This design comes from an exercise in tuning for small area on the open sky130 flow, not from production work.
The RTL was checked by simulation tests, not by an equivalence proof against the original design.
No activity file was given, so power comes from the tool's default toggle rates.

==> inputs of run a <==
## zr_microseq
module zr_microseq (
    input  wire        clk,
    input  wire        rst,       
    input  wire        tick,
    input  wire        en,        
    input  wire        halt,      
    input  wire        inv,       
    input  wire [39:0] pos,       
    input  wire [31:0] vel,       
    input  wire [15:0] v1,        
    input  wire [15:0] v2,
    input  wire [15:0] v3,
    input  wire [15:0] v4,
    output reg         done,
    output reg  [2:0]  band,
    output reg  [2:0]  tgt,
    output reg         pend,
    output reg  [9:0]  addr,
    output wire [11:0] mag_a,
    output wire        pol_a,
    output wire [11:0] mag_b,
    output wire        pol_b
);
Settings: LEC_CHECK=0, ABC_AREA=1, CAP_MARGIN=20, CORE_MARGIN=2, CORE_UTILIZATION=60, CTS_BUF_LIST=sky130_fd_sc_hd__clkbuf_8, CTS_CLUSTER_DIAMETER=25, CTS_CLUSTER_SIZE=8, GPL_TIMING_DRIVEN=0, SLEW_MARGIN=20, SYNTH_MEMORY_MAX_BITS=16384; clock period 50.0 ns.
standard.sh (not shown) runs the stock make flow with config.mk's settings and CLKGATE_MAP_FILE= SYNTH_SCRIPT=/design/flow/synth_recipe.tcl, a recipe that flattens the netlist after the stock synthesis.
==> flow/flow/run.sh <==
#!/bin/bash
# The standard layout with three changes, none of which touches the registers:
#  1. after the standard synthesis, its combinational cells are mapped again by ABC with an
#     area script (flow/area.abc); the registers keep their cells and names;
#  2. each cell is then swapped for the smallest cell of its family (the clock period leaves
#     tens of ns of slack; repair_design still fixes slew and load after placement);
#  3. the port buffers are the smallest buffer cell.
set -euo pipefail
export BUFFER_PORTS_ARGS="-buffer_cell sky130_fd_sc_hd__buf_1"
PLAT=$FLOW_HOME/platforms/$FLOW_PLATFORM
LIB=$PLAT/lib/sky130_fd_sc_hd__tt_025C_1v80.lib
RES=orfs/results/$FLOW_PLATFORM/zr_microseq/base
YOSYS=${YOSYS_EXE:-$(command -v yosys || echo /OpenROAD-flow-scripts/tools/install/yosys/bin/yosys)}

bash standard.sh synth > standard_synth.log 2>&1
cp $RES/1_2_yosys.v standard_synth_netlist.v

python3 flow/cellmap.py $LIB cellmap.v > cellmap.log 2>&1
DU=$(python3 - "$PLAT/config.mk" <<'PY'
import re, sys
t = open(sys.argv[1]).read().replace('\\\n', ' ')
cells = []
for m in re.finditer(r'^export\s+DONT_USE_CELLS\s*\+?=\s*(.*)$', t, re.M):
    cells += m.group(1).split()
print(' '.join('-dont_use ' + c for c in cells))
PY
)
cat > resyn.ys <<EOY
read_liberty -lib $LIB
read_verilog standard_synth_netlist.v
hierarchy -top $FLOW_TOP
techmap -map cellmap.v
techmap
opt -purge
abc -liberty $LIB $DU -script flow/area.abc
opt_clean -purge
hilomap -singleton -hicell sky130_fd_sc_hd__conb_1 HI -locell sky130_fd_sc_hd__conb_1 LO
stat -liberty $LIB
check -assert -mapped
write_verilog -noattr -nohex -nodec resyn_netlist.v
EOY
$YOSYS -s resyn.ys > resyn.log 2>&1
python3 flow/downsize.py resyn_netlist.v $LIB $PLAT/config.mk > downsize.log 2>&1
cp resyn_netlist.v $RES/1_2_yosys.v
bash standard.sh > standard_flow.log 2>&1
==> flow/flow/area.abc <==
strash
&get -n
&deepsyn -T 90
&dch -f
&nf -a -F 50 -A 50 -R 200 -C 32
&put
Other scripts of this flow, unchanged in this note and not shown: flow/flow/cellmap.py, flow/flow/downsize.py
==> run b: changes against run a <==
==> flow/flow/area.abc (replaced) <==
strash
&get -n
&deepsyn -T 90
&dch -f
&nf -a -F 20 -A 20 -R 50
&put
- CTS_BUF_LIST: sky130_fd_sc_hd__clkbuf_8 -> sky130_fd_sc_hd__clkbuf_16
- CTS_CLUSTER_DIAMETER: 25 -> 100
- CTS_CLUSTER_SIZE: 8 -> 30
- GPL_TIMING_DRIVEN: 0 -> not set
==> run notes <==
Run b passed the timing, design-rule and antenna checks. Run a went through all stages and came out clean.
Of run b and run a, run a has the higher synthesized area (gap about 0.22%, measured against run a).
Maximum frequency: run a is lower than run b (2.8%).
Between run b and run a, the lower core utilization is in run a (gap 0.84 points).
Between run b and run a, the lower non-clock buffer count is in run a (gap 9).
Total power: run a is lower than run b (9.7%).


==> inputs of job 7967 <==
zr_microseq, a different RTL version from the one above (not shown whole).
clock: 50.0 ns
lec_check: 0
abc_area: 1
cap_margin: 20
core_margin: 2
core_utilization: 52
cts_buf_list: sky130_fd_sc_hd__clkbuf_8
cts_cluster_diameter: 25
cts_cluster_size: 8
gpl_timing_driven: 0
slew_margin: 20
synth_memory_max_bits: 16384
==> flow/flow/area.abc <==
strash
&get -n
&deepsyn -T 90
&put
strash
&get -n
&deepsyn -T 90 -S 5
&put
strash
&get -n
&deepsyn -T 90 -S 9
&put
strash
&get -n
&deepsyn -T 90 -S 13
&put
strash
&get -n
&deepsyn -T 90 -S 21
&dch -f
&nf -a -p -F 50 -A 50 -R 200 -C 32
&put
Scripts as last shown in full above: flow/flow/run.sh
Other scripts of this flow, unchanged in this note and not shown: flow/flow/cellmap.py, flow/flow/downsize.py
==> inputs of job 1439, as changes to job 7967 <==
==> flow/flow/area.abc (replaced) <==
strash
&get -n
&deepsyn -T 90
&put
strash
&get -n
&deepsyn -T 90 -S 5
&put
strash
&get -n
&deepsyn -T 90 -S 9
&dch -f
&nf -a -p -F 50 -A 50 -R 200 -C 32
&put
- CORE_UTILIZATION: 52 -> 45
==> comparison table <==
Number of fill cells in the layout: job 7967 1221; job 1439 1503
Relative contribution of sequential cells to total power: job 7967 57.7%; job 1439 58.0%
Maximum operating frequency: job 7967 49.8 MHz; job 1439 48.8 MHz
Switching power as a share of total power: job 7967 26.9%; job 1439 26.7%
Met1 routing resource usage after global routing: job 7967 38.9%; job 1439 36.1%
Multi-input gate area: job 7967 0.00424 mm²; job 1439 0.00425 mm²
Wire length on met3: job 7967 2000 µm; job 1439 1900 µm
Latest clock arrival within the worst-skew pair: job 7967 380 ps; job 1439 390 ps
Least-Margin Pin Slew: job 7967 1160 ps; job 1439 1080 ps
FP Rows: job 7967 42; job 1439 45
Clock-pin slew reported for the worst setup and hold paths after clock tree synthesis: job 7967 120 ps; job 1439 110 ps
Global routing usage on met3: job 7967 4.06%; job 1439 4.42%
Internal Pwr Total: job 7967 123 µW; job 1439 123 µW
FF-to-FF setup slack: job 7967 40250 ps; job 1439 39830 ps
Total routed wire length on the met1 layer: job 7967 9020 µm; job 1439 9560 µm
Worst stage delay on the critical path: job 7967 740 ps; job 1439 840 ps
Endpoint arrival time on the critical path: job 7967 10100 ps; job 1439 10510 ps
WHS: job 7967 326 ps; job 1439 336 ps
Flip-flop and latch share of the layout cell area: job 7967 33.8%; job 1439 33.7%
Run status: job 7967 timing/DRC/antenna clean; job 1439 timing/DRC/antenna clean
DP Cell Count: job 7967 1193; job 1439 1226
Non-clock buffer count in the final layout: job 7967 189; job 1439 187
Hold Path End: job 7967 pd[2]$_DFF_P_; job 1439 dl[9]$_DFF_P_
Net Sw Power: job 7967 45.2 µW; job 1439 44.6 µW

port drivers added, routing unchanged:
The flow's constraints put no driver on any port. The routed layouts listed below were extracted and timed again, unchanged, in two steps. Step 1 assumes that a clkbuf_16 drives the clock port and a buf_2 every other input. Step 2 moves the port delays by t, midway between the first and last clock arrival at a register: inputs arrive t later, outputs are due t later. That takes back most of the time a late clock gives input paths. Three values: ideal ports, drivers, drivers and shift; two values: the first two.
run | t (ns) | setup WS [ns] | clock arrival spread, ns | worst slew at a driven data input, ns
run a | 0.418 | 30.733 / 30.695 / 31.113 | 0.012 / 0.012 | 0.06
run b | 0.398 | 31.270 / 31.224 / 31.622 | 0.010 / 0.010 | 0.06
job 7967 | 0.415 | 29.901 / 29.861 / 30.276 | 0.019 / 0.020 | 0.05
job 1439 | 0.417 | 29.490 / 29.451 / 29.868 | 0.022 / 0.022 | 0.06
After both steps setup and hold are still met in every run listed.
